From an optimization exercise on the open Yosys and OpenROAD flow, aimed at small area, a short achievable clock period and few clock cycles per item; shortcuts taken in it are not production practice.
Where RTL was checked, it was by simulation tests only, not by an equivalence proof against the original.
For runs 3 and 6, only the layout was checked, not whether the RTL still works.

**design.v**
```verilog
module pagecode_dec (
  input  wire        clk,
  input  wire        rst,
  input  wire        in_valid,
  input  wire [7:0]  in_data,
  output reg         in_ready,
  output reg         out_valid,
  output reg         out_clean,
  output reg         out_poison,
  output reg         out_ok,
  output reg  [2:0]  out_count,
  output reg  [31:0] out_pos,
  output reg  [31:0] out_val
);
  function automatic [7:0] gf_mul(input [7:0] a, input [7:0] b);
    integer i;
    reg [7:0] p, aa;
    begin
      p  = 8'h00;
      aa = a;
      for (i = 0; i < 8; i = i + 1) begin
        if (b[i]) p = p ^ aa;
        aa = {aa[6:0], 1'b0} ^ (aa[7] ? 8'h1d : 8'h00);
      end
      gf_mul = p;
    end
  endfunction
  function automatic [3:0] gf16_mul(input [3:0] a, input [3:0] b);
    reg [6:0] p;
    begin
      p = ({3'b0, a} & {7{b[0]}}) ^ ({2'b0, a, 1'b0} & {7{b[1]}}) ^
          ({1'b0, a, 2'b0} & {7{b[2]}}) ^ ({a, 3'b0} & {7{b[3]}});
      gf16_mul = p[3:0] ^ {p[6:4], 1'b0} ^ {1'b0, p[6:4]};
    end
  endfunction
  function automatic [11:0] gf_inv1(input [7:0] a);
    reg [7:0] c;
    reg [3:0] a1, a0, sq, s0;
    begin
      c[0] = a[0] ^ a[2] ^ a[4] ^ a[5] ^ a[6] ^ a[7];
      c[1] = a[2] ^ a[6] ^ a[7];
      c[2] = a[1] ^ a[2] ^ a[3] ^ a[4];
      c[3] = a[1] ^ a[4] ^ a[5] ^ a[6] ^ a[7];
      c[4] = a[2] ^ a[4] ^ a[5] ^ a[6] ^ a[7];
      c[5] = a[2] ^ a[5] ^ a[6];
      c[6] = a[1] ^ a[3] ^ a[4] ^ a[5];
      c[7] = a[5];
      a1 = c[7:4]; a0 = c[3:0];
      sq[0] = a1[0];
      sq[1] = a1[1] ^ a1[3];
      sq[2] = a1[3];
      sq[3] = a1[0] ^ a1[2];
      s0[0] = a0[0] ^ a0[2];
      s0[1] = a0[2];
      s0[2] = a0[1] ^ a0[3];
      s0[3] = a0[3];
      gf_inv1 = {a1, a0 ^ a1, sq ^ s0 ^ gf16_mul(a1, a0)};
    end
  endfunction
  function automatic [7:0] gf_inv2(input [11:0] h);
    reg [7:0] c, o;
    reg [3:0] di;
    begin
      case (h[3:0])
        4'd0: di = 4'd0;
        4'd1: di = 4'd1;
        4'd2: di = 4'd9;
        4'd3: di = 4'd14;
        4'd4: di = 4'd13;
        4'd5: di = 4'd11;
        4'd6: di = 4'd7;
        4'd7: di = 4'd6;
        4'd8: di = 4'd15;
        4'd9: di = 4'd2;
        4'd10: di = 4'd12;
        4'd11: di = 4'd5;
        4'd12: di = 4'd10;
        4'd13: di = 4'd4;
        4'd14: di = 4'd3;
        4'd15: di = 4'd8;
        default: di = 4'd0;
      endcase
      c = {gf16_mul(h[11:8], di), gf16_mul(h[7:4], di)};
      o[0] = c[0] ^ c[4];
      o[1] = c[2] ^ c[3] ^ c[4] ^ c[6] ^ c[7];
      o[2] = c[2] ^ c[6] ^ c[7];
      o[3] = c[1] ^ c[2] ^ c[3] ^ c[7];
      o[4] = c[1] ^ c[4] ^ c[7];
      o[5] = c[7];
      o[6] = c[2] ^ c[5] ^ c[6];
      o[7] = c[1] ^ c[5] ^ c[7];
      gf_inv2 = o;
    end
  endfunction
  localparam [7:0] AM1 = 8'h8e, AM2 = 8'h47, AM3 = 8'had, AM4 = 8'hd8;
  localparam [63:0] SP = 64'h32_8b_76_67_53_26_e2_00;
  localparam [2:0] D_IDLE = 3'd0, D_F = 3'd1, D_UPD = 3'd2, D_DISC = 3'd3,
                   D_OMG = 3'd4, D_CHN = 3'd5, D_DRN = 3'd6, D_FIN = 3'd7;
  integer i;
  reg        vin;               
  reg  [7:0] din;               
  reg  [7:0] cnt;               
  reg  [7:0] syn [0:7];
  wire first = (cnt == 8'd0);
  wire last  = (cnt == 8'd135);
  wire take  = in_valid && in_ready;
  wire load  = vin && last;
  reg [7:0] syn_nx [0:7];
  always @(*) begin
    for (i = 0; i < 8; i = i + 1)
      syn_nx[i] = (first ? 8'h00 : gf_mul(syn[i], 8'h01 << i)) ^ din;
  end
  wire [7:0] cnt_nx = vin ? (last ? 8'd0 : cnt + 8'd1) : cnt;
  wire       c134    = vin ? (cnt == 8'd133) : (cnt == 8'd134);
  wire       c135    = vin ? (cnt == 8'd134) : last;
  wire       last_nx = take ? c134 : c135;
  always @(posedge clk) begin
    din <= in_data;
    if (rst) begin
      vin <= 1'b0;
      cnt <= 8'd0;
    end else begin
      vin <= take;
      cnt <= cnt_nx;
    end
    if (vin)
      for (i = 0; i < 8; i = i + 1)
        syn[i] <= syn_nx[i];
  end
  reg  [2:0] st;
  reg  [7:0] S    [0:7];        
  reg  [7:0] lam  [0:3];        
  reg  [7:0] bs   [0:3];        
  reg  [7:0] ma, mb;            
  reg  [7:0] binv;              
  reg  [7:0] dacc;              
  reg  [7:0] iv;                
  reg  [11:0] ih;               
  reg  [7:0] ovr;               
  reg  [2:0] sx;                
  reg  [1:0] lx;                
  reg  [2:0] r;                 
  reg  [2:0] k;                 
  reg  [2:0] L;
  reg        fail;              
  reg        lch;               
  reg        clean_f, pois_f;
  reg  [6:0] q;                 
  reg        hid;               
  reg        pa, pb, pc;        
  reg  [1:0] sa, sb, sc;        
  reg  [2:0] nroot;
  reg        fin_d;             
  wire [7:0] p    = gf_mul(ma, mb);
  wire [7:0] ssel = S[sx];
  wire [7:0] lsel = lam[lx];
  wire [7:0] i2   = gf_inv2(ih);                    
  wire s_zero = (S[0] | S[1] | S[2] | S[3] | S[4] | S[5] | S[6] | S[7]) == 8'h00;
  wire s_pois = {S[7], S[6], S[5], S[4], S[3], S[2], S[1], S[0]} == SP;
  wire       d_nz  = (ma != 8'h00);
  wire       lc    = d_nz && ({L, 1'b0} <= {1'b0, r});
  wire [3:0] lnew  = {1'b0, r} + 4'd1 - {1'b0, L};
  wire [2:0] r1    = r + 3'd1;
  wire [2:0] kmx1  = r1[2] ? 3'd4 : r1;             
  wire [2:0] jmax  = (r == 3'd1) ? 3'd3 : 3'd4;     
  wire [1:0] k1    = k[1:0] - 2'd1;                 
  wire [1:0] k2    = k[1:0] - 2'd2;
  wire       kfirst = r[2] ? (k == 3'd4) : (k == r);
  wire [7:0] acc   = (kfirst ? 8'h00 : dacc) ^ p;
  wire [7:0] ll0 = gf_mul(lam[0], AM1);
  wire [7:0] ll1 = gf_mul(lam[1], AM2);
  wire [7:0] ll2 = gf_mul(lam[2], AM3);
  wire [7:0] ll3 = gf_mul(lam[3], AM4);
  wire [7:0] ol1 = gf_mul(bs[1], AM1);
  wire [7:0] ol2 = gf_mul(bs[2], AM2);
  wire [7:0] ol3 = gf_mul(bs[3], AM3);
  wire [7:0] lv_hi = 8'h01 ^ lam[0] ^ lam[1] ^ lam[2] ^ lam[3];
  wire [7:0] lv_lo = 8'h01 ^ ll0 ^ ll1 ^ ll2 ^ ll3;
  wire       rt_hi = (lv_hi == 8'h00) && !hid;
  wire       rt_lo = (lv_lo == 8'h00);
  wire [7:0] dv_hi = lam[0] ^ lam[2];
  wire [7:0] dv_lo = ll0 ^ ll2;
  wire [7:0] ov_hi = bs[0] ^ bs[1] ^ bs[2] ^ bs[3];
  wire [7:0] ov_lo = bs[0] ^ ol1 ^ ol2 ^ ol3;
  wire       rt    = (st == D_CHN) && (rt_hi || rt_lo);
  wire       adv   = !(rt_hi && rt_lo);
  wire [1:0] slot  = L[1:0] - 2'd1 - nroot[1:0];
  wire       ok_dec = !clean_f && !fail && (nroot == L);
  reg  [2:0] st_nx;
  always @(*) begin
    st_nx = st;
    case (st)
      D_F:    if (r == 3'd0) st_nx = s_zero ? D_FIN : D_DISC;
              else if (lc && lnew > 4'd4) st_nx = D_FIN;
              else st_nx = D_UPD;
      D_UPD:  if (k == 3'd1) st_nx = (r == 3'd7) ? D_OMG : D_DISC;
      D_DISC: if (k == 3'd1) st_nx = D_F;
      D_OMG:  if (k == 3'd1 && r == 3'd1) st_nx = D_CHN;
      D_CHN:  if (adv && q == 7'd0) st_nx = D_DRN;
      D_DRN:  if (!pa && !pb) st_nx = D_FIN;
      D_FIN:  st_nx = D_IDLE;
      default: ;
    endcase
    if (load) st_nx = D_F;
  end
  always @(posedge clk) begin
    if (rst) begin
      st        <= D_IDLE;
      fin_d     <= 1'b0;
      out_valid <= 1'b0;
      in_ready  <= 1'b1;
    end else begin
      st        <= st_nx;
      fin_d     <= (st == D_FIN);
      out_valid <= fin_d;
      in_ready  <= !last_nx || (st == D_IDLE && !load) || (st == D_FIN) ||
                   (st == D_DRN && !pa && !pb);
    end
  end
  always @(posedge clk) begin
    ih <= gf_inv1(iv);
    case (st)
      D_F: begin
        if (r == 3'd0) begin
          clean_f <= s_zero;
          pois_f  <= s_pois;
          lam[0]  <= ma;
          if (!d_nz) begin
            bs[0] <= 8'h00;
            bs[1] <= 8'h01;
          end
          L   <= {2'b00, d_nz};
          lch <= d_nz;
          mb  <= ssel;                                
          sx  <= 3'd1;
          r   <= 3'd1;
          k   <= 3'd1;
        end else begin
          iv  <= ma;
          lch <= lc;
          if (lc)
            L <= lnew[2:0];
          if (lc && lnew > 4'd4)
            fail <= 1'b1;
          ma  <= p;
          mb  <= bs[jmax[1:0] - 2'd1];
          sx  <= (r[2] && r != 3'd7) ? r - 3'd3 : 3'd0;   
          lx  <= (r == 3'd7) ? 2'd2 : (r[2] || r == 3'd3) ? 2'd3 : r[1:0];
          k   <= jmax;
        end
      end
      D_UPD: begin
        lam[k1] <= lam[k1] ^ p;
        if (r == 3'd7)
          bs[k1] <= S[k1];                            
        else if (k == 3'd1)
          bs[0] <= {7'd0, lch};
        else
          bs[k1] <= lch ? lam[k2] : bs[k2];
        if (k == 3'd1) begin
          if (lch)
            binv <= i2;                               
          ma <= lsel;
          mb <= ssel;
          sx <= sx + 3'd1;
          lx <= lx - 2'd1;
          r  <= (r == 3'd7) ? 3'd3 : r1;
          k  <= (r == 3'd7) ? 3'd3 : kmx1;
        end else begin
          mb <= bs[k2];
          k  <= k - 3'd1;
        end
      end
      D_DISC: begin
        dacc <= acc;
        if (r == 3'd1 && lch)
          binv <= i2;                                 
        if (k == 3'd1) begin
          ma <= acc ^ ssel;                           
          mb <= (r == 3'd1 && lch) ? i2 : binv;
        end else begin
          ma <= lsel;
          mb <= ssel;
          sx <= sx + 3'd1;
          lx <= lx - 2'd1;
          k  <= k - 3'd1;
        end
      end
      D_OMG: begin
        bs[r[1:0]] <= bs[r[1:0]] ^ p;
        ma <= lsel;
        mb <= ssel;
        if (k == 3'd1) begin
          sx <= 3'd1;
          lx <= r[1:0] - 2'd3;
          r  <= r - 3'd1;
          k  <= r - 3'd1;
          q  <= 7'd67;
        end else begin
          sx <= (k == 3'd2) ? 3'd0 : sx + 3'd1;
          lx <= (k == 3'd2) ? r[1:0] - 2'd2 : lx - 2'd1;
          k  <= k - 3'd1;
        end
      end
      D_CHN: begin
        if (rt) begin
          iv       <= rt_hi ? dv_hi : dv_lo;
          dacc     <= rt_hi ? ov_hi : ov_lo;
          S[slot]  <= {q, rt_hi};
          sa       <= slot;
          nroot    <= nroot + 3'd1;
        end
        hid <= !adv;
        if (adv) begin
          lam[0] <= gf_mul(ll0, AM1);
          lam[1] <= gf_mul(ll1, AM2);
          lam[2] <= gf_mul(ll2, AM3);
          lam[3] <= gf_mul(ll3, AM4);
          bs[1]  <= gf_mul(ol1, AM1);
          bs[2]  <= gf_mul(ol2, AM2);
          bs[3]  <= gf_mul(ol3, AM3);
          q      <= q - 7'd1;
        end
      end
      default: ;
    endcase
    pa <= rt;
    pb <= pa;
    pc <= pb;
    if (pa) begin
      ovr <= dacc;
      sb  <= sa;
    end
    if (pb) begin
      ma <= ovr;
      mb <= i2;
      sc <= sb;
    end
    if (pc)
      S[3'd4 + sc] <= p;
    if (st == D_FIN)
      for (i = 0; i < 4; i = i + 1)
        if (!(ok_dec && i < L)) begin
          S[i]     <= 8'h00;
          S[i + 4] <= 8'h00;
        end
    if (load) begin
      for (i = 0; i < 8; i = i + 1)
        S[i] <= syn_nx[i];
      for (i = 0; i < 4; i = i + 1) begin
        lam[i] <= 8'h00;
        bs[i]  <= (i == 0) ? 8'h01 : 8'h00;
      end
      binv  <= 8'h01;
      ma    <= syn_nx[0];
      iv    <= syn_nx[0];
      sx    <= 3'd0;
      L     <= 3'd0;
      r     <= 3'd0;
      fail  <= 1'b0;
      hid   <= 1'b0;
      pa    <= 1'b0;
      pb    <= 1'b0;
      pc    <= 1'b0;
      nroot <= 3'd0;
    end
  end
  always @(posedge clk) begin
    out_pos    <= {S[3], S[2], S[1], S[0]};
    out_val    <= {S[7], S[6], S[5], S[4]};
    out_clean  <= clean_f;
    out_poison <= pois_f;
    out_ok     <= clean_f || ok_dec;
    out_count  <= ok_dec ? L : 3'd0;
  end
endmodule
```
**flow/run.sh**
```bash
#!/bin/bash
# The standard layout, with ORFS's repair_timing aiming at a setup slack
# margin of 8.5 ns, and buf_2 cells as the port buffers (the SDC, clock period
# and all other settings unchanged).
set -euo pipefail
export SETUP_SLACK_MARGIN=8.5
export BUFFER_PORTS_ARGS="-buffer_cell sky130_fd_sc_hd__buf_2"
bash standard.sh > standard_flow.log 2>&1
```
**standard.sh**
```bash
#!/bin/bash
# synth_recipe.tcl (not shown) runs the flow's synth.tcl, then flattens the netlist and writes it again
# the make line also repeats each setting of config.mk as NAME=value (left out here)
make -C /OpenROAD-flow-scripts/flow DESIGN_CONFIG=/design/flow/config.mk WORK_HOME=/design/flow/orfs CLKGATE_MAP_FILE= SYNTH_SCRIPT=/design/flow/synth_recipe.tcl "${@:-finish}"
```
**config.mk**
```make
export PLATFORM = sky130hd
export DESIGN_NAME = pagecode_dec
export DESIGN_NICKNAME = pagecode_dec
export VERILOG_FILES = /design/flow/design.v
export SDC_FILE = /design/flow/constraint.sdc
export NUM_CORES = 4
export LEC_CHECK = 0
export CAP_MARGIN = 20
export CORE_MARGIN = 2
export CORE_UTILIZATION = 40
export SLEW_MARGIN = 20
```
**constraint.sdc**
```tcl
create_clock -name core_clock -period 12.0 [get_ports {clk}]
set_input_delay 2.4000 -clock core_clock [delete_from_list [all_inputs] [get_ports {clk}]]
set_output_delay 2.4000 -clock core_clock [all_outputs]
set_load 0.01 [all_outputs]
```
==> summary.txt, run 1 <==
Placement
  – Placed cell areas: 24800 um2
  – GPL Wtd Cong: 0.952
  – I/O Buffers: 82
  – Final HPWL DP: 58.1 mm

Global routing
  – GRT Total Usage: 0.252
  – Initial antenna violation count: 5
  – First-pass GRT wire length: 119 mm
  – Pin count of the biggest net entering global routing: 91
  – Grt total ovfl: 0
  – Vias in the first global route: ~18000

Yosys
  – Synthesized cell area: 24000 um2
  – Synth warn: 3
  – Net Count, Synth: 2449
  – Post-synthesis instance total: 2401
  – Most common cell in the netlist: nand2_1
  – Post-synth EDFFs: 205
  – Yosys top cell by area: edfxtp_1
  – Avg Cell Area, Syn: 9.98 um2
  – Sequential-to-total area share from yosys stat: 0.412
  – Synth area leaders: edfxtp_1 (26%), dfxtp_1 (15%), xnor2_1 (11%)
  – Synth top area share: 0.257
  – Post-synth top cells: nand2_1 (320), xnor2_1 (308), edfxtp_1 (205), dfxtp_1 (185), o21ai_0 (157)
  – Synth unique cells: 85
  – Synth Register Bits: between 300 and 400
  – Synth async-reset ratio: 0
  – Main synth FF type: edfxtp_1

Floorplanning
  – I/O pin cnt: 83
  – CORE AREA: 59100 um2
  – Die Height: between 200 and 250 um
  – Die Area: a little over 60000 um2
  – Die width: 249 um
  – Initial core utilization: 0.405
  – # rows: 89

Layout
  – Fill cells: roughly 5400
  – Fin area: about 27000 um2
  – Area grow syn2layout: 12.1%
  – Nets@finish: 2451
  – Layout cells sized above 1: 0.159

Timing
  – Ratio of final minimum period to clock period: 0.290
  – Fin. Hold Viols: 0
  – Final setup TNS: 0 ps
  – Max Clk Rate: 288 MHz
  – Slew HR: 0.264
  – Final setup skew: 41.4 ps
  – Max Slew Vio Count: 0
  – RSZ-0062 raised after global routing: true
  – Fin crit period: around 3500 ps
  – Worst Tran Pin Value: 1090 ps
  – # setup viols final: 0

Clock tree
  – TritonCTS clock tree: built
  – Num CTS Buffers: 44
  – # hold bufs at CTS: 0
  – Clk sinks: 390
  – Clk buf depth: 3
  – Reg clk slew, reported paths: 70 ps
  – Clk latency of the worst-skew pair: just over 600 ps
  – CTS Root Cell: clkbuf_16
  – H-tree levels: 2

Detailed routing
  – Pre-antenna DRT Iters: 8
  – Total Wirelength: 80.6 mm
  – Via count: 19000
  – DRC violations left: 0
  – WL/cell: 25.1 um
  – DR iter-0 viols: 2697
  – Vias per cell: 5.90
  – Antenna viol nets, final: 0

Hold path
  – Hold WC Path Type: reg2reg

Setup path
  – Crit-path slowest cell: dfxtp_2
  – CP Data Arrival Time: 1080 ps
  – Crit path kind: reg2out
  – CP cell instances: buf_2
  – Crit path required time: 9600 ps
  – CP startpoint kind: flop
  – Family with the most delay on the worst path: flip-flops
  – CP peak stage delay: 320 ps
  – Worst-path maximum fanout: 1
  – Buf+Inv Stages, Crit Path: 1
  – CP endpoint kind: primary output

Outcome
  – Status: no timing/DRC/antenna violations

Flow run
  – Max-cap violation count: 0
-- sequential cells by signal, summed over array words and instances, names as in the netlist, 7 cells and up, named ones only --
register  flops
S            64
syn          64
bs           32
lam          32
out_pos      32
out_val      32
binv          8
cnt           8
dacc          8
din           8
ih            8
iv            8
ma            8
mb            8
ovr           8
q             7
-- layout by cell type (no fill, tap or decap), types with 18 or more instances in the layout --
master,synthesis,final
buf_4,10,72
a211oi_1,35,34
nand4_1,18,18
edfxtp_1,205,205
nand3_1,36,34
nor4_1,28,24
ha_1,36,36
inv_1,38,38
nor2_1,148,147
xor2_1,145,144
buf_2,26,82
dfxtp_1,185,166
xnor2_1,308,302
clkbuf_16,0,46
mux4_2,65,65
mux2i_1,37,37
a21oi_1,118,115
o211ai_1,25,25
nand2_1,320,319
o21ai_0,157,151
nor3_1,18,18
-- final cells by class --
class                      instances  area, um2  area share
multi-input combinational       1765      13300       0.494
sequential                       390       9890       0.368
clock buffer                      56       1210      0.0450
timing repair buffer             160       1030      0.0385
tap                              773        967      0.0360
clock inverter                    26        313      0.0117
inverter                          42        158     0.00587
antenna                            2       5.00    0.000186
-- through the flow --
stage | std cells | setup slack, ps | hold slack (ps) | util
floorplan | 2401 | 8740 | 323 | -
global placement | 3085 | 8070 | 404 | 0.419
detailed placement | 3085 | 7940 | 405 | 0.419
CTS | 3187 | 8350 | 420 | 0.449
global route | 3212 | 8380 | 433 | 0.454
finish | 3214 | 8520 | 422 | 0.454
-- repair_timing --
action | in CTS | in global routing
gates resized for setup | 25 | 32
endpoints found under the setup margin | 166 | 126
hold endpoints to repair | 0 | 0
pin swaps | 0 | 3
setup buffers | 20 | 24
-- final timing paths --
path,from,end,slack [ps],depth (start not counted)
setup / recovery,out_pos[15],out_pos[15],8520,1
hold / removal,sa[1],sb[1],420,0
setup reg to reg,lam[1][0],bs[3][1],8630,8
hold reg to reg,sa[1],sb[1],420,0
-- metal layers --
| metal | global-route usage | routed length (um) |
|---|---|---|
| met5 | 0 | 0 |
| met2 | 0.393 | 36300 |
| met1 | 0.350 | 33100 |
| met3 | 0.0427 | 7740 |
| met4 | 0.0970 | 3440 |
-- cells by family after synthesis --
family          after synthesis  share of synthesized area
mux                         108                     0.0794
fa+ha+maj                    37                     0.0196
simple gates                645                      0.119
compound gates              481                      0.125
flops                       390                      0.412
buf+inv                     246                     0.0415
xor+xnor                    494                      0.203
Testbench counts, summed over its fixed seeds: cycles 53,187, items 384.
==> run 2, diff against run 1 <==
--- a/config.mk
+++ b/config.mk
@@ -9,3 +9,4 @@
 export CORE_MARGIN = 2
 export CORE_UTILIZATION = 40
+export CTS_BUF_LIST = sky130_fd_sc_hd__clkbuf_8
 export SLEW_MARGIN = 20
==> run 2 against run 1 <==
  * Still clean
  * Clock skew grew 8.2 ps
  * Routed wire length grew 1.2%
  * Register-to-register slack gained 20 ps
  * Highest routed layer is now met5
  * Critical path type unchanged
==> summary.txt, run 2 <==
Detailed routing
  – WL/cell: 24.9 um (was 25.1 um)
  – DR iter-0 viols: 2516 (was 2697)
  – Antenna viol nets, final: 0 (unchanged)
  – Pre-antenna DRT Iters: 6 (was 8)
  – Via count: 19300 (was 19000)
  – DRC violations left: 0 (unchanged)
  – Vias per cell: 5.90 (about the same)
  – Total Wirelength: 81.5 mm (was 80.6 mm)

Placement
  – GPL Wtd Cong: 0.952 (unchanged)
  – Placed cell areas: 24800 um2 (unchanged)
  – Final HPWL DP: 58.1 mm (unchanged)
  – Placed instance count: 3085 (unchanged)
  – I/O Buffers: 82 (unchanged)

Setup path
  – Family with the most delay on the worst path: flip-flops (unchanged)
  – Crit path kind: reg2out (unchanged)
  – Buf+Inv Stages, Crit Path: 1 (unchanged)
  – Reg2Reg Depth: 7 (was 8)
  – Worst-path maximum fanout: 1 (unchanged)
  – CP Data Arrival Time: 1140 ps (was 1080 ps)
  – Crit-path slowest cell: dfxtp_2 (unchanged)
  – CP endpoint kind: primary output (unchanged)
  – CP startpoint kind: flop (unchanged)
  – CP peak stage delay: 330 ps (was 320 ps)
  – Crit path required time: 9600 ps (about the same)
  – Crit path depth: 1 (unchanged)
  – CP cell instances: buf_6 (was buf_2)

Timing
  – RSZ-0062 raised after global routing: true (unchanged)
  – Final setup TNS: 0 ps (unchanged)
  – Max Slew Vio Count: 0 (unchanged)
  – Fin Hold WS: 418 ps (was 422 ps)
  – Fin crit period: 3540 ps (was 3480 ps)
  – Slew HR: 0.260 (was 0.264)
  – # setup viols final: 0 (unchanged)
  – Worst Tran Pin Value: 1100 ps (was 1090 ps)
  – Fin. Hold Viols: 0 (unchanged)
  – Ratio of final minimum period to clock period: 0.295 (was 0.290)
  – Final setup skew: 49.6 ps (was 41.4 ps)
  – Max Clk Rate: 283 MHz (was 288 MHz)

Global routing
  – First-pass GRT wire length: 120 mm (was 119 mm)
  – GRT Total Usage: 0.256 (was 0.252)
  – Pin count of the biggest net entering global routing: 91 (unchanged)
  – Grt total ovfl: 0 (unchanged)
  – Initial antenna violation count: 3 (was 5)
  – Vias in the first global route: 18200 (was 17800)

Yosys
  – Net Count, Synth: 2449 (unchanged)
  – Post-synth top cells: nand2_1 (320), xnor2_1 (308), edfxtp_1 (205), dfxtp_1 (185), o21ai_0 (157) (unchanged)
  – Post-synthesis instance total: 2401 (unchanged)
  – Synth Register Bits: 390 (unchanged)
  – Synthesized cell area: 24000 um2 (unchanged)
  – Synth top area share: 0.257 (unchanged)
  – Synth async-reset ratio: 0 (unchanged)
  – Synth area leaders: edfxtp_1 (26%), dfxtp_1 (15%), xnor2_1 (11%) (unchanged)
  – Synth warn: 3 (unchanged)
  – Sequential-to-total area share from yosys stat: 0.412 (unchanged)
  – Yosys top cell by area: edfxtp_1 (unchanged)
  – Most common cell in the netlist: nand2_1 (unchanged)
  – Avg Cell Area, Syn: 9.98 um2 (unchanged)
  – Post-synth EDFFs: 205 (unchanged)
  – Synth unique cells: 85 (unchanged)
  – Main synth FF type: edfxtp_1 (unchanged)

Clock tree
  – Num CTS Buffers: 70 (was 44)
  – H-tree levels: 3 (was 2)
  – CTS Root Cell: clkbuf_8 (was clkbuf_16)
  – Clk sinks: 390 (unchanged)
  – Reg clk slew, reported paths: 60 ps (was 70 ps)
  – TritonCTS clock tree: built (unchanged)
  – Clk buf depth: 3 (unchanged)
  – Clk latency of the worst-skew pair: 700 ps (was 620 ps)
  – # hold bufs at CTS: 0 (unchanged)

Layout
  – Most frequent cells in the layout: nand2_1 (319), xnor2_1 (302), edfxtp_1 (205) (unchanged)
  – Layout cells sized above 1: 0.187 (was 0.159)
  – Fin area: 27200 um2 (was 26800 um2)
  – Largest registers: S x64, syn x64 (unchanged)
  – Area grow syn2layout: 13.4% (was 12.1%)
  – Nets@finish: 2489 (was 2451)
  – Commonest non-fill, non-tap cell in the layout: nand2_1 (unchanged)
  – Post-Layout Cell Count: 3272 (was 3214)

Floorplanning
  – Initial core utilization: 0.405 (unchanged)
  – Die width: 249 um (unchanged)
  – I/O pin cnt: 83 (unchanged)
  – # rows: 89 (unchanged)
  – Die Height: 249 um (unchanged)
  – CORE AREA: 59100 um2 (unchanged)
  – Die Area: 61900 um2 (unchanged)

Hold path
  – Hold path depth: 0 (unchanged)
  – Hold WC Path Type: reg2reg (unchanged)

Outcome
  – Status: no timing/DRC/antenna violations (unchanged)

Flow run
  – Max-cap violation count: 0 (unchanged)
run 2: cell counts after synthesis:
No cell type changed its count.
run 2: repair_timing:
item	in CTS	in global routing
setup buffers	23	32
pin swaps	0	2
gates resized for setup	79	48
gates cloned	0	0
setup endpoints to repair	229	198
run 2: final timing paths:
check / from / to / slack [ps]
worst min register to register: sa[1] / sb[1] / 420
worst max-delay path: out_val[28] / out_val[28] / 8460
worst max register to register: r[1] / mb[4] / 8650
worst min-delay path: sa[1] / sb[1] / 420
run 2: stage by stage:
step                 util  setup slack [ps]
finish              0.459              8460
detailed placement  0.419              7940
CTS                 0.452              8350
floorplan               -              8740
global placement    0.419              8070
global route        0.459              8360
run 2: per-layer routing:
metal	GRT usage	share of wire
met1	0.347	0.41
met5	0	0.00021
met4	0.123	0.046
met3	0.0509	0.090
met2	0.392	0.45
run 2: layout make-up:
class / instances / area, um2
fillers: 5437 / 32000
multi-input cells: 1765 / 13300
flip-flops and latches: 390 / 9920
repair buffers: 172 / 1380
clock buffers: 85 / 1170
well taps: 773 / 967
clock inverters: 43 / 303
inverters: 42 / 158
diodes: 2 / 5.00
run 2: cell families after synthesis:
kind of cell / after synthesis / share of synthesized area
and+or+nand+nor: 645 / 0.119
xor gates and xnor gates: 494 / 0.203
AOI/OAI and AO/OA: 481 / 0.125
DFF: 390 / 0.412
buffers and inverters: 246 / 0.0415
muxes: 108 / 0.0794
adders and majority gates: 37 / 0.0196
==> run 3, diff against run 2 <==
--- a/design.v
+++ b/design.v
@@ -137,5 +137,4 @@
   reg  [7:0] iv;                
   reg  [11:0] ih;               
-  reg  [7:0] ovr;               
   reg  [2:0] sx;                
   reg  [1:0] lx;                
@@ -329,9 +328,9 @@
     pc <= pb;
     if (pa) begin
-      ovr <= dacc;
-      sb  <= sa;
+      binv <= dacc;
+      sb   <= sa;
     end
     if (pb) begin
-      ma <= ovr;
+      ma <= binv;
       mb <= i2;
       sc <= sb;
--- a/config.mk
+++ b/config.mk
@@ -9,4 +9,3 @@
 export CORE_MARGIN = 2
 export CORE_UTILIZATION = 40
-export CTS_BUF_LIST = sky130_fd_sc_hd__clkbuf_8
 export SLEW_MARGIN = 20
==> run 3 against run 2 <==
  * Synthesized cell count up 0.96%
  * Die area down 0.64%
  * Global-route usage up 1.2 points
  * Final cell count down 0.70%
  * Area after synthesis down 0.65%
  * Utilization about the same
  * Final area down 0.30%
  * Highest routed layer unchanged
==> summary.txt, run 3 <==
Yosys
  – Post-synthesis instance total: 2424 (was 2401)
  – Main synth FF type: edfxtp_1 (unchanged)
  – Yosys top cell by area: edfxtp_1 (unchanged)
  – Post-synth EDFFs: 197 (was 205)
  – Sequential-to-total area share from yosys stat: 0.404 (was 0.412)
  – Most common cell in the netlist: xnor2_1 (was nand2_1)
  – Synth top area share: 0.249 (was 0.257)
  – Net Count, Synth: 2471 (was 2449)
  – Synthesized cell area: 23800 um2 (was 24000 um2)
  – Synth async-reset ratio: 0 (unchanged)
  – Synth area leaders: edfxtp_1 (25%), dfxtp_1 (16%), xnor2_1 (12%) (was edfxtp_1 (26%), dfxtp_1 (15%), xnor2_1 (11%))
  – Synth unique cells: 80 (was 85)
  – Synth warn: 3 (unchanged)
  – Synth Register Bits: 382 (was 390)
  – Post-synth top cells: xnor2_1 (329), nand2_1 (305), edfxtp_1 (197), dfxtp_1 (185), nor2_1 (178) (was nand2_1 (320), xnor2_1 (308), edfxtp_1 (205), dfxtp_1 (185), o21ai_0 (157))
  – Avg Cell Area, Syn: 9.82 um2 (was 9.98 um2)

Timing
  – Final setup skew: 46.9 ps (was 49.6 ps)
  – Worst Tran Pin Value: 1150 ps (was 1100 ps)
  – Max Slew Vio Count: 0 (unchanged)
  – Ratio of final minimum period to clock period: 0.293 (was 0.295)
  – Fin. Hold Viols: 0 (unchanged)
  – Slew HR: 0.225 (was 0.260)
  – Max Clk Rate: 285 MHz (was 283 MHz)
  – Final setup TNS: 0 ps (unchanged)
  – RSZ-0062 raised after global routing: true (unchanged)
  – # setup viols final: 0 (unchanged)
  – Fin Hold WS: 341 ps (was 418 ps)
  – Fin crit period: 3510 ps (was 3540 ps)

Layout
  – Final Core Density: 0.460 (was 0.459)
  – Commonest non-fill, non-tap cell in the layout: xnor2_1 (was nand2_1)
  – Nets@finish: 2488 (was 2489)
  – Fill cells: 5472 (was 5437)
  – Largest registers: S x64, syn x64 (unchanged)
  – Area grow syn2layout: 13.8% (was 13.4%)
  – Most frequent cells in the layout: xnor2_1 (319), nand2_1 (302), edfxtp_1 (197) (was nand2_1 (319), xnor2_1 (302), edfxtp_1 (205))
  – Layout cells sized above 1: 0.173 (was 0.187)

Global routing
  – Pin count of the biggest net entering global routing: 63 (was 91)
  – Initial antenna violation count: 4 (was 3)
  – Grt total ovfl: 0 (unchanged)
  – First-pass GRT wire length: 122 mm (was 120 mm)
  – Vias in the first global route: 18300 (was 18200)
  – GRT Total Usage: 0.268 (was 0.256)

Setup path
  – CP Data Arrival Time: 1110 ps (was 1140 ps)
  – R2R setup slack: 8520 ps (was 8650 ps)
  – CP endpoint kind: primary output (unchanged)
  – Setup crit start: out_val[21] (was out_val[28])
  – CP cell instances: buf_6 (unchanged)
  – CP startpoint kind: flop (unchanged)
  – Reg2Reg Depth: 12 (was 7)
  – Crit-path slowest cell: dfxtp_4 (was dfxtp_2)
  – Family with the most delay on the worst path: flip-flops (unchanged)
  – Reg-to-reg startpoint: ma[6] (was r[1])
  – Worst-path maximum fanout: 1 (unchanged)
  – Crit path kind: reg2out (unchanged)
  – Reg2reg end: lam[1][4] (was mb[4])
  – Crit path required time: 9600 ps (about the same)
  – Buf+Inv Stages, Crit Path: 1 (unchanged)
  – CP peak stage delay: 370 ps (was 330 ps)

Clock tree
  – H-tree levels: 2 (was 3)
  – Clk sinks: 382 (was 390)
  – CTS Root Cell: clkbuf_16 (was clkbuf_8)
  – Num CTS Buffers: 42 (was 70)
  – Reg clk slew, reported paths: 60 ps (about the same)
  – Clk buf depth: 3 (unchanged)
  – TritonCTS clock tree: built (unchanged)
  – Clk latency of the worst-skew pair: 620 ps (was 700 ps)

Flow run
  – Max-cap violation count: 0 (unchanged)

Detailed routing
  – WL/cell: 25.7 um (was 24.9 um)
  – DRC violations left: 0 (unchanged)
  – Vias per cell: 6.00 (was 5.90)
  – Via count: 19500 (was 19300)
  – Antenna viol nets, final: 0 (unchanged)
  – DR iter-0 viols: 2686 (was 2516)
  – Total Wirelength: 83.6 mm (was 81.5 mm)
  – Pre-antenna DRT Iters: 10 (was 6)

Floorplanning
  – Die width: 248 um (was 249 um)
  – Die Area: 61500 um2 (was 61900 um2)
  – Die Height: 248 um (was 249 um)
  – I/O pin cnt: 83 (unchanged)
  – CORE AREA: 58900 um2 (was 59100 um2)
  – Initial core utilization: 0.404 (was 0.405)
  – # rows: 89 (unchanged)

Placement
  – GPL Wtd Cong: 0.980 (was 0.952)
  – Final HPWL DP: 59.3 mm (was 58.1 mm)
  – I/O Buffers: 82 (unchanged)

Hold path
  – Hold path depth: 0 (unchanged)
  – WHS Endpoint: out_poison (was sb[1])
  – Hold WC Path Type: reg2reg (unchanged)
  – Min-Delay Startpoint: pois_f (was sa[1])

Outcome
  – Status: no timing/DRC/antenna violations (unchanged)
run 3: cell count changes in the layout (fill, tap and decap cells not counted), sizes merged, moves of 12 or more:
cell,before,now
clkbuf,86,66
inv,66,51
nand2,321,305
nor2,148,178
nor3,19,31
o21ai,165,141
xnor2,314,333
run 3: worst max-delay path by stage:
stage                  endpoint  cells past startpoint
finish              out_val[21]                      1
global route        out_val[21]                      1
CTS                 out_val[21]                      1
detailed placement      S[1][4]                      7
global placement       bs[3][2]                      9
floorplan               S[0][0]                      8
run 3: layout make-up:
| cell class | count | area, um2 | area share |
|---|---|---|---|
| inverter | 52 | 203 | 0.00748 |
| multi-input combinational | 1787 | 13600 | 0.501 |
| clock buffer | 64 | 1320 | 0.0488 |
| sequential | 382 | 9670 | 0.357 |
| timing repair buffer | 176 | 1210 | 0.0446 |
| clock inverter | 14 | 151 | 0.00559 |
| tap | 773 | 967 | 0.0357 |
| antenna | 1 | 2.50 | 0.0000924 |
run 3: routing by layer:
layer	GRT usage	up-vias	part of all wire
li1	-	8551	-
met1	0.368	9557	0.40
met2	0.410	1165	0.44
met3	0.0481	232	0.10
met4	0.125	4	0.052
met5	0	-	0.00028
run 3: worst reg2reg max path, cell delays in order (launching register included):
cell and delay, ps:
edfxtp_1 450, buf_4 200, buf_4 180, xnor3_1 430
nand2_1 80, xnor2_1 160, a21oi_2 300, xnor3_4 640
buf_4 210, xor2_2 290, nor2_1 100, a221oi_1 240
nor2_1 60
run 3: per-stage QoR:
step	instances	worst slack [ps]	cell area (um2)
final	3249	8490	27100
after CTS	3222	8470	26600
after global routing	3248	8470	27100
after detailed placement	3100	7560	24600
after global placement	3100	7660	24600
after floorplan	2424	8490	23800
run 3: kinds of logic (layout without fill, tap and decap cells):
family / after synthesis / in the layout / share of synthesized area
xor gates and xnor gates: 500 / 501 / 0.201
muxes: 115 / 115 / 0.0841
buffers and inverters: 257 / 306 / 0.0429
and+or+nand+nor: 667 / 668 / 0.123
other: 0 / 1 / 0
adders and majority gates: 38 / 38 / 0.0201
AOI/OAI and AO/OA: 465 / 465 / 0.125
DFF: 382 / 382 / 0.404
run 3: what timing repair did:
item                                   in CTS  in global routing
gates resized for setup                    64                 55
endpoints found under the hold margin       0                  0
hold buffers                                0                  0
pin swaps                                   3                  7
setup endpoints to repair                 217                150
gates cloned                                1                  1
buffers inserted                           43                 25
==> run 4, diff against run 3 <==
--- a/design.v
+++ b/design.v
@@ -137,4 +137,5 @@
   reg  [7:0] iv;                
   reg  [11:0] ih;               
+  reg  [7:0] ovr;               
   reg  [2:0] sx;                
   reg  [1:0] lx;                
@@ -328,9 +329,9 @@
     pc <= pb;
     if (pa) begin
-      binv <= dacc;
-      sb   <= sa;
+      ovr <= dacc;
+      sb  <= sa;
     end
     if (pb) begin
-      ma <= binv;
+      ma <= ovr;
       mb <= i2;
       sc <= sb;
--- a/config.mk
+++ b/config.mk
@@ -9,3 +9,5 @@
 export CORE_MARGIN = 2
 export CORE_UTILIZATION = 40
+export CTS_CLUSTER_DIAMETER = 80
+export CTS_CLUSTER_SIZE = 20
 export SLEW_MARGIN = 20
==> run 4 against run 3 <==
  * Clock skew grew 1.9 ps
  * Non-clock buffer count shrank 19
  * Worst hold slack gained 85 ps
  * Routed wire length shrank 4.2%
  * Critical endpoint is now out_val[11]
  * Highest routed layer unchanged
==> summary.txt, run 4 <==
Layout
  – Largest registers: S x64, syn x64 (unchanged)
  – Commonest non-fill, non-tap cell in the layout: nand2_1 (was xnor2_1)
  – Nets@finish: 2434 (was 2488)
  – Area grow syn2layout: 11.0% (was 13.8%)
  – Layout cells sized above 1: 0.163 (was 0.173)
  – Footprint of the multi-input gates: 13300 um2 (was 13600 um2)
  – Most frequent cells in the layout: nand2_1 (319), xnor2_1 (301), edfxtp_1 (205) (was xnor2_1 (319), nand2_1 (302), edfxtp_1 (197))
  – Final Core Density: 0.450 (was 0.460)
  – Fill cells: 5469 (was 5472)
  – FF+latch area: 9920 um2 (was 9670 um2)

Floorplanning
  – Initial core utilization: 0.405 (was 0.404)
  – Die width: 249 um (was 248 um)
  – Die Area: 61900 um2 (was 61500 um2)
  – I/O pin cnt: 83 (unchanged)
  – Die Height: 249 um (was 248 um)
  – # rows: 89 (unchanged)
  – CORE AREA: 59100 um2 (was 58900 um2)

Global routing
  – GRT Total Usage: 0.251 (was 0.268)
  – Grt total ovfl: 0 (unchanged)
  – Vias in the first global route: 17700 (was 18300)
  – Initial antenna violation count: 4 (unchanged)
  – Pin count of the biggest net entering global routing: 91 (was 63)
  – First-pass GRT wire length: 119 mm (was 122 mm)

Setup path
  – Crit-path slowest cell: dfxtp_2 (was dfxtp_4)
  – CP cell instances: buf_6 (unchanged)
  – CP endpoint kind: primary output (unchanged)
  – Setup crit start: out_val[11] (was out_val[21])
  – Worst-path maximum fanout: 1 (unchanged)
  – Crit path required time: 9600 ps (about the same)
  – Buf+Inv Stages, Crit Path: 1 (unchanged)
  – Reg2reg end: bs[3][5] (was lam[1][4])
  – Family with the most delay on the worst path: flip-flops (unchanged)
  – CP startpoint kind: flop (unchanged)
  – CP peak stage delay: 330 ps (was 370 ps)
  – Reg2Reg Depth: 8 (was 12)
  – Critical Path End: out_val[11] (was out_val[21])
  – Reg-to-reg startpoint: lam[3][2] (was ma[6])
  – Crit path kind: reg2out (unchanged)
  – R2R setup slack: 8630 ps (was 8520 ps)
  – CP Data Arrival Time: 1080 ps (was 1110 ps)
  – Crit path depth: 1 (unchanged)

Timing
  – RSZ-0062 raised after global routing: true (unchanged)
  – Max Clk Rate: 287 MHz (was 285 MHz)
  – Slew HR: 0.237 (was 0.225)
  – Fin. Hold Viols: 0 (unchanged)
  – Final setup skew: 48.8 ps (was 46.9 ps)
  – Worst Tran Pin Value: 1130 ps (was 1150 ps)
  – Fin Hold WS: 426 ps (was 341 ps)
  – Ratio of final minimum period to clock period: 0.290 (was 0.293)
  – Fin crit period: 3480 ps (was 3510 ps)
  – # setup viols final: 0 (unchanged)
  – Max Slew Vio Count: 0 (unchanged)
  – Final setup TNS: 0 ps (unchanged)

Yosys
  – Area share of and/or/nand/nor cells after synthesis: 0.119 (was 0.123)
  – Post-synth top cells: nand2_1 (320), xnor2_1 (308), edfxtp_1 (205), dfxtp_1 (185), o21ai_0 (157) (was xnor2_1 (329), nand2_1 (305), edfxtp_1 (197), dfxtp_1 (185), nor2_1 (178))
  – Synthesized cell area: 24000 um2 (was 23800 um2)
  – Post-synthesis instance total: 2401 (was 2424)
  – Yosys top cell by area: edfxtp_1 (unchanged)
  – Synth top area share: 0.257 (was 0.249)
  – Net Count, Synth: 2449 (was 2471)
  – Synth Register Bits: 390 (was 382)
  – Synthesized-area fraction occupied by xor and xnor cells: 0.203 (was 0.201)
  – Synth unique cells: 85 (was 80)
  – Largest family of logic cells by synthesized area: XOR/XNOR gates (unchanged)
  – Avg Cell Area, Syn: 9.98 um2 (was 9.82 um2)
  – Compound-Gate Fraction of Synth Area: 0.125 (about the same)
  – Most common cell in the netlist: nand2_1 (was xnor2_1)
  – Post-synth EDFFs: 205 (was 197)
  – Synth warn: 3 (unchanged)
  – Synth async-reset ratio: 0 (unchanged)
  – Synth area leaders: edfxtp_1 (26%), dfxtp_1 (15%), xnor2_1 (11%) (was edfxtp_1 (25%), dfxtp_1 (16%), xnor2_1 (12%))
  – Multiplexer share of the synthesized area: 0.0794 (was 0.0841)
  – Adder-Cell Fraction of Synth Area: 0.0196 (was 0.0201)
  – Main synth FF type: edfxtp_1 (unchanged)
  – Sequential-to-total area share from yosys stat: 0.412 (was 0.404)

Clock tree
  – Reg clk slew, reported paths: 90 ps (was 60 ps)
  – CTS Root Cell: clkbuf_16 (unchanged)
  – Clk sinks: 390 (was 382)
  – Num CTS Buffers: 30 (was 42)
  – TritonCTS clock tree: built (unchanged)
  – # hold bufs at CTS: 0 (unchanged)
  – Clk latency of the worst-skew pair: 650 ps (was 620 ps)
  – Clk buf depth: 3 (unchanged)
  – H-tree levels: 1 (was 2)

Detailed routing
  – Via count: 18800 (was 19500)
  – Pre-antenna DRT Iters: 6 (was 10)
  – WL/cell: 25.2 um (was 25.7 um)
  – Total Wirelength: 80.1 mm (was 83.6 mm)
  – Antenna viol nets, final: 0 (unchanged)
  – DRC violations left: 0 (unchanged)
  – DR iter-0 viols: 2500 (was 2686)
  – Vias per cell: 5.91 (was 6.00)

Placement
  – I/O Buffers: 82 (unchanged)
  – GPL Wtd Cong: 0.952 (was 0.980)
  – Final HPWL DP: 58.1 mm (was 59.3 mm)

Flow run
  – Max-cap violation count: 0 (unchanged)

Hold path
  – Hold WC Path Type: reg2reg (unchanged)
  – Hold path depth: 0 (unchanged)

Outcome
  – Status: no timing/DRC/antenna violations (unchanged)
## run 4: changes by cell type after synthesis, sizes merged, moves of 8 or more
| cell | delta |
|---|---|
| xor2 | +10 |
| a2111oi | -10 |
| edfxtp | +8 |
| nand2 | +16 |
| nor2 | -30 |
| xnor2 | -19 |
| nor3 | -12 |
| inv | -10 |
| o21ai | +24 |
## run 4: area by class of cell
cell class / instances / share of cell area
diodes: 1 / 0.0000941
clock buffers: 41 / 0.0306
clock inverters: 15 / 0.00851
inverters: 42 / 0.00593
multi-input cells: 1765 / 0.499
flip-flops and latches: 390 / 0.373
well taps: 773 / 0.0364
repair buffers: 157 / 0.0463
## run 4: how the worst min path moves through the flow
stage / from / to / slack (ps)
floorplan: pois_f / out_poison / 320
global placement: sa[0] / sb[0] / 400
detailed placement: sa[1] / sb[1] / 410
CTS: sa[1] / sb[1] / 430
global route: sa[1] / sb[1] / 440
finish: sa[1] / sb[1] / 430
## run 4: per-layer routing
metal / vias up / wire length [um] / global-route usage
li1: 8402 / - / -
met1: 9170 / 32600 / 0.346
met2: 1065 / 36100 / 0.392
met3: 189 / 7840 / 0.0445
met4: 2 / 3530 / 0.100
met5: - / 17 / 0
## run 4: kinds of logic (layout without fill, tap and decap cells)
group	after synthesis	after routing
xor gates and xnor gates	494	494
and+or+nand+nor	645	645
adders and majority gates	37	37
AOI/OAI and AO/OA	481	481
DFF	390	390
other	0	1
muxes	108	108
buffers and inverters	246	255
## run 4: repair_timing
item / CTS / global route
pin swaps: 0 / 3
endpoints found under the setup margin: 200 / 128
cloned: 0 / 0
gates resized for setup: 74 / 46
buffers inserted: 26 / 14
## run 4: through the flow
step,worst slack [ps],cells,area [um2]
finish,8520,3184,26600
global route,8390,3183,26600
CTS,8490,3167,26300
detailed placement,7940,3085,24800
global placement,8070,3085,24800
floorplan,8740,2401,24000
Testbench counts of run 4, summed over its fixed seeds: cycles 53,187, items 384.
==> run 5, diff against run 4 <==
==> flow/run.sh (replaced) <==
#!/bin/bash
# The standard layout, with ORFS's repair_timing aiming at a setup slack
# margin of 8.3 ns, and buf_2 cells as the port buffers (the SDC, clock period
# and all other settings unchanged).
set -euo pipefail
export SETUP_SLACK_MARGIN=8.3
export BUFFER_PORTS_ARGS="-buffer_cell sky130_fd_sc_hd__buf_2"
bash standard.sh > standard_flow.log 2>&1
--- a/config.mk
+++ b/config.mk
@@ -9,5 +9,3 @@
 export CORE_MARGIN = 2
 export CORE_UTILIZATION = 40
-export CTS_CLUSTER_DIAMETER = 80
-export CTS_CLUSTER_SIZE = 20
 export SLEW_MARGIN = 20
==> run 5 against run 4 <==
  * Final area is 0.35% higher
  * Worst setup slack worse by 140 ps
  * Sequential share of layout area down 0.35 points
  * Via count is 1.2% higher
  * Routed wire length up 0.21%
  * Synthesized cell count unchanged
  * Critical endpoint is now lam[0][4]
==> summary.txt, run 5 <==
Outcome
  – Status: no timing/DRC/antenna violations (unchanged)

Layout
  – Commonest non-fill, non-tap cell in the layout: nand2_1 (unchanged)
  – Nets@finish: 2443 (was 2434)
  – Largest registers: S x64, syn x64 (unchanged)
  – Area grow syn2layout: 11.4% (was 11.0%)
  – # diodes: 0 (was 1)
  – Most frequent cells in the layout: nand2_1 (320), xnor2_1 (303), edfxtp_1 (205) (was nand2_1 (319), xnor2_1 (301), edfxtp_1 (205))
  – Layout cells sized above 1: 0.147 (was 0.163)
  – Final Core Density: 0.451 (was 0.450)

Clock tree
  – Clk latency of the worst-skew pair: 620 ps (was 650 ps)
  – # hold bufs at CTS: 0 (unchanged)
  – TritonCTS clock tree: built (unchanged)
  – H-tree levels: 2 (was 1)
  – Clk sinks: 390 (unchanged)
  – Num CTS Buffers: 44 (was 30)
  – CTS Root Cell: clkbuf_16 (unchanged)
  – Reg clk slew, reported paths: 60 ps (was 90 ps)
  – Clk buf depth: 3 (unchanged)

Setup path
  – Buf+Inv Stages, Crit Path: 0 (was 1)
  – CP endpoint kind: flop (was primary output)
  – CP peak stage delay: 820 ps (was 330 ps)
  – CP cell instances: xor2_2, xnor2_1, and2_1, xor3_2, xnor2_4, xnor2_1, a222oi_1, o2bb2ai_1 (was buf_6)
  – Family with the most delay on the worst path: XOR/XNOR gates (was flip-flops)
  – Crit path kind: reg2reg (was reg2out)
  – Worst-path maximum fanout: 15 (was 1)
  – R2R setup slack: 8380 ps (was 8630 ps)
  – CP startpoint kind: flop (unchanged)
  – Crit path required time: 12460 ps (was 9600 ps)
  – Crit-path slowest cell: edfxtp_1 (was dfxtp_2)
  – Most frequent CP cell: xnor2_1
  – CP Data Arrival Time: 4080 ps (was 1080 ps)

Yosys
  – Net Count, Synth: 2449 (unchanged)
  – Synth async-reset ratio: 0 (unchanged)
  – Post-synth EDFFs: 205 (unchanged)
  – Post-synth top cells: nand2_1 (320), xnor2_1 (308), edfxtp_1 (205), dfxtp_1 (185), o21ai_0 (157) (unchanged)
  – Synth warn: 3 (unchanged)
  – Synthesized cell area: 24000 um2 (unchanged)
  – Yosys top cell by area: edfxtp_1 (unchanged)
  – Synth area leaders: edfxtp_1 (26%), dfxtp_1 (15%), xnor2_1 (11%) (unchanged)
  – Avg Cell Area, Syn: 9.98 um2 (unchanged)
  – Synth Register Bits: 390 (unchanged)
  – Synth unique cells: 85 (unchanged)
  – Synth top area share: 0.257 (unchanged)
  – Post-synthesis instance total: 2401 (unchanged)
  – Most common cell in the netlist: nand2_1 (unchanged)
  – Sequential-to-total area share from yosys stat: 0.412 (unchanged)
  – Main synth FF type: edfxtp_1 (unchanged)

Placement
  – GPL Wtd Cong: 0.952 (unchanged)
  – I/O Buffers: 82 (unchanged)
  – Final HPWL DP: 58.1 mm (unchanged)
  – Worst slack at placement: 7940 ps (unchanged)

Global routing
  – First-pass GRT wire length: 118 mm (was 119 mm)
  – Initial antenna violation count: 4 (unchanged)
  – Met3 Track Usage GR: 0.0440 (was 0.0445)
  – GRT Max-Usage Layer: met2 (unchanged)
  – GRT Total Usage: 0.251 (about the same)
  – Pin count of the biggest net entering global routing: 91 (unchanged)
  – GR Util met2: 0.388 (was 0.392)
  – Vias in the first global route: 17600 (was 17700)
  – GR Util met1: 0.351 (was 0.346)
  – Grt total ovfl: 0 (unchanged)

Timing
  – Fin. Hold Viols: 0 (unchanged)
  – Slew HR: 0.259 (was 0.237)
  – Max Slew Vio Count: 0 (unchanged)
  – RSZ-0062 raised after global routing: true (unchanged)
  – # setup viols final: 0 (unchanged)
  – Max Clk Rate: 276 MHz (was 287 MHz)
  – Fin Hold WS: 421 ps (was 426 ps)
  – Final setup TNS: 0 ps (unchanged)
  – Ratio of final minimum period to clock period: 0.301 (was 0.290)
  – Worst Tran Pin Value: 1100 ps (was 1130 ps)
  – Final setup skew: 40.3 ps (was 48.8 ps)
  – Final WS setup: 8380 ps (was 8520 ps)
  – Fin crit period: 3620 ps (was 3480 ps)

Floorplanning
  – Die width: 249 um (unchanged)
  – Die Area: 61900 um2 (unchanged)
  – # rows: 89 (unchanged)
  – Die Height: 249 um (unchanged)
  – Initial core utilization: 0.405 (unchanged)
  – I/O pin cnt: 83 (unchanged)
  – CORE AREA: 59100 um2 (unchanged)

Detailed routing
  – Total Wirelength: 80.3 mm (was 80.1 mm)
  – Pre-antenna DRT Iters: 6 (unchanged)
  – DRC violations left: 0 (unchanged)
  – Via count: 19100 (was 18800)
  – WL/cell: 25.0 um (was 25.2 um)
  – DR iter-0 viols: 2534 (was 2500)
  – Antenna viol nets, final: 0 (unchanged)
  – Vias per cell: 5.95 (was 5.91)

Flow run
  – Max-cap violation count: 0 (unchanged)

Hold path
  – Hold WC Path Type: reg2reg (unchanged)
==> run 5: path summary, 6_finish.rpt <==
kind | to | startpoint | cells past startpoint
worst max-delay path | lam[0][4] | ma[3] | 8
worst min-delay path | sb[1] | sa[1] | 0
worst max register to register | lam[0][4] | ma[3] | 8
worst min register to register | sb[1] | sa[1] | 0
==> run 5: logic make-up (layout without fill, tap and decap cells) <==
group	after synthesis	in the layout	synth area share
AOI/OAI and AO/OA	481	481	0.125
xor gates and xnor gates	494	494	0.203
adders and majority gates	37	37	0.0196
buffers and inverters	246	276	0.0415
DFF	390	390	0.412
muxes	108	108	0.0794
and+or+nand+nor	645	645	0.119
==> run 5: cell type report <==
type / count / area [um2]
fillers: 5458 / 32400
multi-input cells: 1765 / 13200
flip-flops and latches: 390 / 9860
clock buffers: 56 / 1210
well taps: 773 / 967
repair buffers: 152 / 957
clock inverters: 26 / 313
inverters: 42 / 158
==> run 5: metal layers <==
metal  wire length (um)  up-vias
met5                  0        -
met4               3220        0
met3               7360      177
met2              36200     1065
met1              33500     9377
li1                   -     8434
==> run 5: what timing repair did <==
action | 4_1_cts | 5_1_grt
setup endpoints to repair | 58 | 86
setup buffers | 1 | 35
resized for setup | 5 | 20
==> run 5: through the flow <==
step	cell area, um2	cells
2_1_floorplan	24000	2401
3_3_place_gp	24800	3085
3_5_place_dp	24800	3085
4_1_cts	26300	3168
5_1_grt	26700	3204
6_report	26700	3204
==> run 6, diff against run 5 <==
--- a/design.v
+++ b/design.v
@@ -175,8 +175,17 @@
   wire [7:0] ol2 = gf_mul(bs[2], AM2);
   wire [7:0] ol3 = gf_mul(bs[3], AM3);
-  wire [7:0] lv_hi = 8'h01 ^ lam[0] ^ lam[1] ^ lam[2] ^ lam[3];
-  wire [7:0] lv_lo = 8'h01 ^ ll0 ^ ll1 ^ ll2 ^ ll3;
-  wire       rt_hi = (lv_hi == 8'h00) && !hid;
-  wire       rt_lo = (lv_lo == 8'h00);
+  wire [7:0] ln0 = gf_mul(ll0, AM1);                
+  wire [7:0] ln1 = gf_mul(ll1, AM2);
+  wire [7:0] ln2 = gf_mul(ll2, AM3);
+  wire [7:0] ln3 = gf_mul(ll3, AM4);
+  wire       cadv = (st == D_CHN) && adv;
+  wire [7:0] lv_hi = cadv ? 8'h01 ^ ln0 ^ ln1 ^ ln2 ^ ln3
+                          : 8'h01 ^ lam[0] ^ lam[1] ^ lam[2] ^ lam[3];
+  wire [7:0] lv_lo = cadv ? 8'h01 ^ gf_mul(lam[0], 8'had) ^ gf_mul(lam[1], 8'h36) ^
+                            gf_mul(lam[2], 8'hcf) ^ gf_mul(lam[3], 8'h7d)
+                          : 8'h01 ^ ll0 ^ ll1 ^ ll2 ^ ll3;    
+  reg        rz_hi, rz_lo;
+  wire       rt_hi = rz_hi && !hid;
+  wire       rt_lo = rz_lo;
   wire [7:0] dv_hi = lam[0] ^ lam[2];
   wire [7:0] dv_lo = ll0 ^ ll2;
@@ -313,8 +322,8 @@
         hid <= !adv;
         if (adv) begin
-          lam[0] <= gf_mul(ll0, AM1);
-          lam[1] <= gf_mul(ll1, AM2);
-          lam[2] <= gf_mul(ll2, AM3);
-          lam[3] <= gf_mul(ll3, AM4);
+          lam[0] <= ln0;
+          lam[1] <= ln1;
+          lam[2] <= ln2;
+          lam[3] <= ln3;
           bs[1]  <= gf_mul(ol1, AM1);
           bs[2]  <= gf_mul(ol2, AM2);
@@ -325,4 +334,6 @@
       default: ;
     endcase
+    rz_hi <= (lv_hi == 8'h00);
+    rz_lo <= (lv_lo == 8'h00);
     pa <= rt;
     pb <= pa;
==> flow/run.sh (replaced) <==
#!/bin/bash
# The standard layout, with ORFS's repair_timing aiming at a setup slack
# margin of 8.5 ns, and buf_2 cells as the port buffers (the SDC, clock period
# and all other settings unchanged).
set -euo pipefail
export SETUP_SLACK_MARGIN=8.5
export BUFFER_PORTS_ARGS="-buffer_cell sky130_fd_sc_hd__buf_2"
bash standard.sh > standard_flow.log 2>&1
--- a/config.mk
+++ b/config.mk
@@ -8,4 +8,4 @@
 export CAP_MARGIN = 20
 export CORE_MARGIN = 2
-export CORE_UTILIZATION = 40
+export CORE_UTILIZATION = 65
 export SLEW_MARGIN = 20
==> run 6 against run 5 <==
  * Still clean
  * Final cell count is 7.5% lower
  * Clock skew is 15 ps lower
  * Register-to-register slack improved by 140 ps
  * Critical path depth did not move
  * Critical path type unchanged
  * Largest cell class unchanged
==> summary.txt, run 6 <==
Outcome
  – Status: no timing/DRC/antenna violations (unchanged)

Layout
  – Footprint of the multi-input gates: 13700 um2 (was 13200 um2)
  – Layout cells sized above 1: 0.136 (was 0.147)
  – Largest registers: S x64, syn x64 (unchanged)
  – Fill cells: 2636 (was 5458)
  – Final Core Density: 0.727 (was 0.451)
  – Area grow syn2layout: 10.1% (was 11.4%)
  – # diodes: 0 (unchanged)
  – Nets@finish: 2512 (was 2443)

Detailed routing
  – Antenna viol nets, final: 0 (unchanged)
  – DRC violations left: 0 (unchanged)
  – DR iter-0 viols: 3177 (was 2534)
  – Vias per cell: 6.84 (was 5.95)
  – WL met3: 12.9 mm (was 7.36 mm)
  – Top Metal Used: met4 (unchanged)

Setup path
  – CP cell instances: inv_1, ha_1, nor2b_1, nor2b_1, a221o_1, a21oi_1, a21oi_1, o22a_1 (was xor2_2, xnor2_1, and2_1, xor3_2, xnor2_4, xnor2_1, a222oi_1, o2bb2ai_1)
  – Crit path required time: 12450 ps (was 12460 ps)
  – CP peak stage delay: 940 ps (was 820 ps)
  – Reg2Reg Depth: 8 (unchanged)
  – Crit-path slowest cell: nor2b_1 (was edfxtp_1)
  – Crit path kind: reg2reg (unchanged)
  – CP startpoint kind: flop (unchanged)
  – Crit path depth: 8 (unchanged)
  – Buf+Inv Stages, Crit Path: 1 (was 0)
  – CP Data Arrival Time: 3930 ps (was 4080 ps)

Yosys
  – Synth warn: 3 (unchanged)
  – Net Count, Synth: 2516 (was 2449)
  – Synth area leaders: edfxtp_1 (25%), dfxtp_1 (15%), xnor2_1 (14%) (was edfxtp_1 (26%), dfxtp_1 (15%), xnor2_1 (11%))
  – Synth unique cells: 71 (was 85)
  – Synthesized cell area: 24200 um2 (was 24000 um2)
  – Avg Cell Area, Syn: 9.82 um2 (was 9.98 um2)
  – Sequential-to-total area share from yosys stat: 0.409 (was 0.412)
  – Main synth FF type: edfxtp_1 (unchanged)
  – Synth Register Bits: 392 (was 390)

Clock tree
  – Clk buf depth: 3 (unchanged)
  – Clk latency of the worst-skew pair: 600 ps (was 620 ps)
  – Num CTS Buffers: 42 (was 44)
  – # hold bufs at CTS: 0 (unchanged)
  – Reg clk slew, reported paths: 70 ps (was 60 ps)
  – CTS Root Cell: clkbuf_16 (unchanged)
  – Clk sinks: 392 (was 390)
  – H-tree levels: 2 (unchanged)

Floorplanning
  – Die Height: 197 um (was 249 um)
  – Die width: 197 um (was 249 um)
  – CORE AREA: 36700 um2 (was 59100 um2)
  – I/O pin cnt: 83 (unchanged)
  – # rows: 70 (was 89)
  – Initial core utilization: 0.660 (was 0.405)
  – Die Area: 38800 um2 (was 61900 um2)

Timing
  – Ratio of final minimum period to clock period: 0.290 (was 0.301)
  – Final setup TNS: 0 ps (unchanged)
  – Final setup skew: 25.6 ps (was 40.3 ps)
  – Slew HR: 0.203 (was 0.259)
  – Max Slew Vio Count: 0 (unchanged)
  – Fin crit period: 3480 ps (was 3620 ps)

Placement
  – Final HPWL DP: 57.4 mm (was 58.1 mm)
  – GPL Wtd Cong: 1.04 (was 0.952)
  – I/O Buffers: 82 (unchanged)

Hold path
  – Hold WC Path Type: reg2reg (unchanged)

Global routing
  – Initial antenna violation count: 2 (was 4)
  – First-pass GRT wire length: 121 mm (was 118 mm)
  – Pin count of the biggest net entering global routing: 72 (was 91)
  – GRT Total Usage: 0.425 (was 0.251)

Flow run
  – Max-cap violation count: 0 (unchanged)
==> run 6: per-layer routing <==
| layer | vias up | track usage |
|---|---|---|
| met5 | - | 0.00128 |
| met4 | 0 | 0.205 |
| met3 | 380 | 0.141 |
| met2 | 1723 | 0.620 |
| met1 | 9598 | 0.573 |
| li1 | 8583 | - |
==> run 6: stage by stage <==
step | cells | hold WS (ps) | instance area [um2] | worst slack [ps]
after global routing | 2965 | 429 | 26700 | 8500
after global placement | 2853 | 401 | 24700 | 7890
after CTS | 2958 | 420 | 26500 | 8520
final | 2965 | 418 | 26700 | 8520
after floorplan | 2468 | 323 | 24200 | 8720
after detailed placement | 2854 | 407 | 24700 | 7760
==> run 6: cells by family (layout without fill, tap and decap cells) <==
| family | Yosys count | count (layout) | share of synthesized area |
|---|---|---|---|
| xor+xnor | 595 | 595 | 0.227 |
| flops | 392 | 392 | 0.409 |
| fa+ha+maj | 38 | 38 | 0.0198 |
| compound gates | 446 | 446 | 0.115 |
| buf+inv | 232 | 259 | 0.0370 |
| mux | 96 | 96 | 0.0730 |
| simple gates | 669 | 671 | 0.119 |
==> run 6: worst paths after layout <==
kind,start,endpoint,slack (ps)
worst min register to register,sb[0],sc[0],420
worst max-delay path,r[1],mb[2],8520
worst max register to register,r[1],mb[2],8520
worst min-delay path,sb[0],sc[0],420
==> run 6: repair_timing <==
item | 4_1_cts | 5_1_grt
pin swaps | 1 | 2
resized for setup | 14 | 17
endpoints found under the setup margin | 206 | 56
buffers inserted | 26 | 5
gates cloned | 1 | 1
==> run 6: worst reg2reg max path: stages, from the launching register on <==
cell and delay [ps]:
dfxtp_1 430, inv_1 200, ha_1 190, nor2b_1 650, nor2b_1 940, a221o_1 390
a21oi_1 170, a21oi_1 200, o22a_1 150
==> run 6: area by class of cell <==
| type | count | share of cell area |
|---|---|---|
| timing repair buffer | 144 | 0.0340 |
| inverter | 38 | 0.00535 |
| sequential | 392 | 0.371 |
| clock buffer | 56 | 0.0458 |
| clock inverter | 21 | 0.00929 |
| multi-input combinational | 1846 | 0.512 |
| tap | 468 | 0.0219 |

==> re-timing with driven ports <==
In the flow no input, the clock included, has a driving cell. The finished layouts below were timed again as built, in two steps.
Step 1 (the two cells are an assumption about what drives the block):
set clk [get_ports {clk}]
set_driving_cell -lib_cell sky130_fd_sc_hd__clkbuf_16 $clk
set_driving_cell -lib_cell sky130_fd_sc_hd__buf_2 [delete_from_list [all_inputs] $clk]
Step 2 also shifts input and output timing later by t, the mid clock arrival at the registers, as if the neighbouring blocks saw the same clock.
Three values: ideal, step 1, step 2; two values: the first two.
run	shift t [ns]	setup WS [ns]	hold WS [ns]	slew at the worst register clock pin (ns)
run 1	0.653	8.523 / 8.470 / 8.635	0.422 / 0.422 / 0.422	0.07 / 0.07
run 2	0.728	8.465 / 8.409 / 8.653	0.418 / 0.418 / 0.418	0.07 / 0.07
run 3	0.659	8.485 / 8.426 / 8.523	0.341 / 0.341 / 0.341	0.07 / 0.07
run 4	0.679	8.519 / 8.462 / 8.627	0.426 / 0.426 / 0.426	0.09 / 0.09
run 5	0.652	8.383 / 8.383 / 8.383	0.421 / 0.421 / 0.421	0.07 / 0.07
run 6	0.645	8.521 / 8.471 / 8.521	0.418 / 0.418 / 0.418	0.07 / 0.07
After both steps every run listed still meets setup and hold.
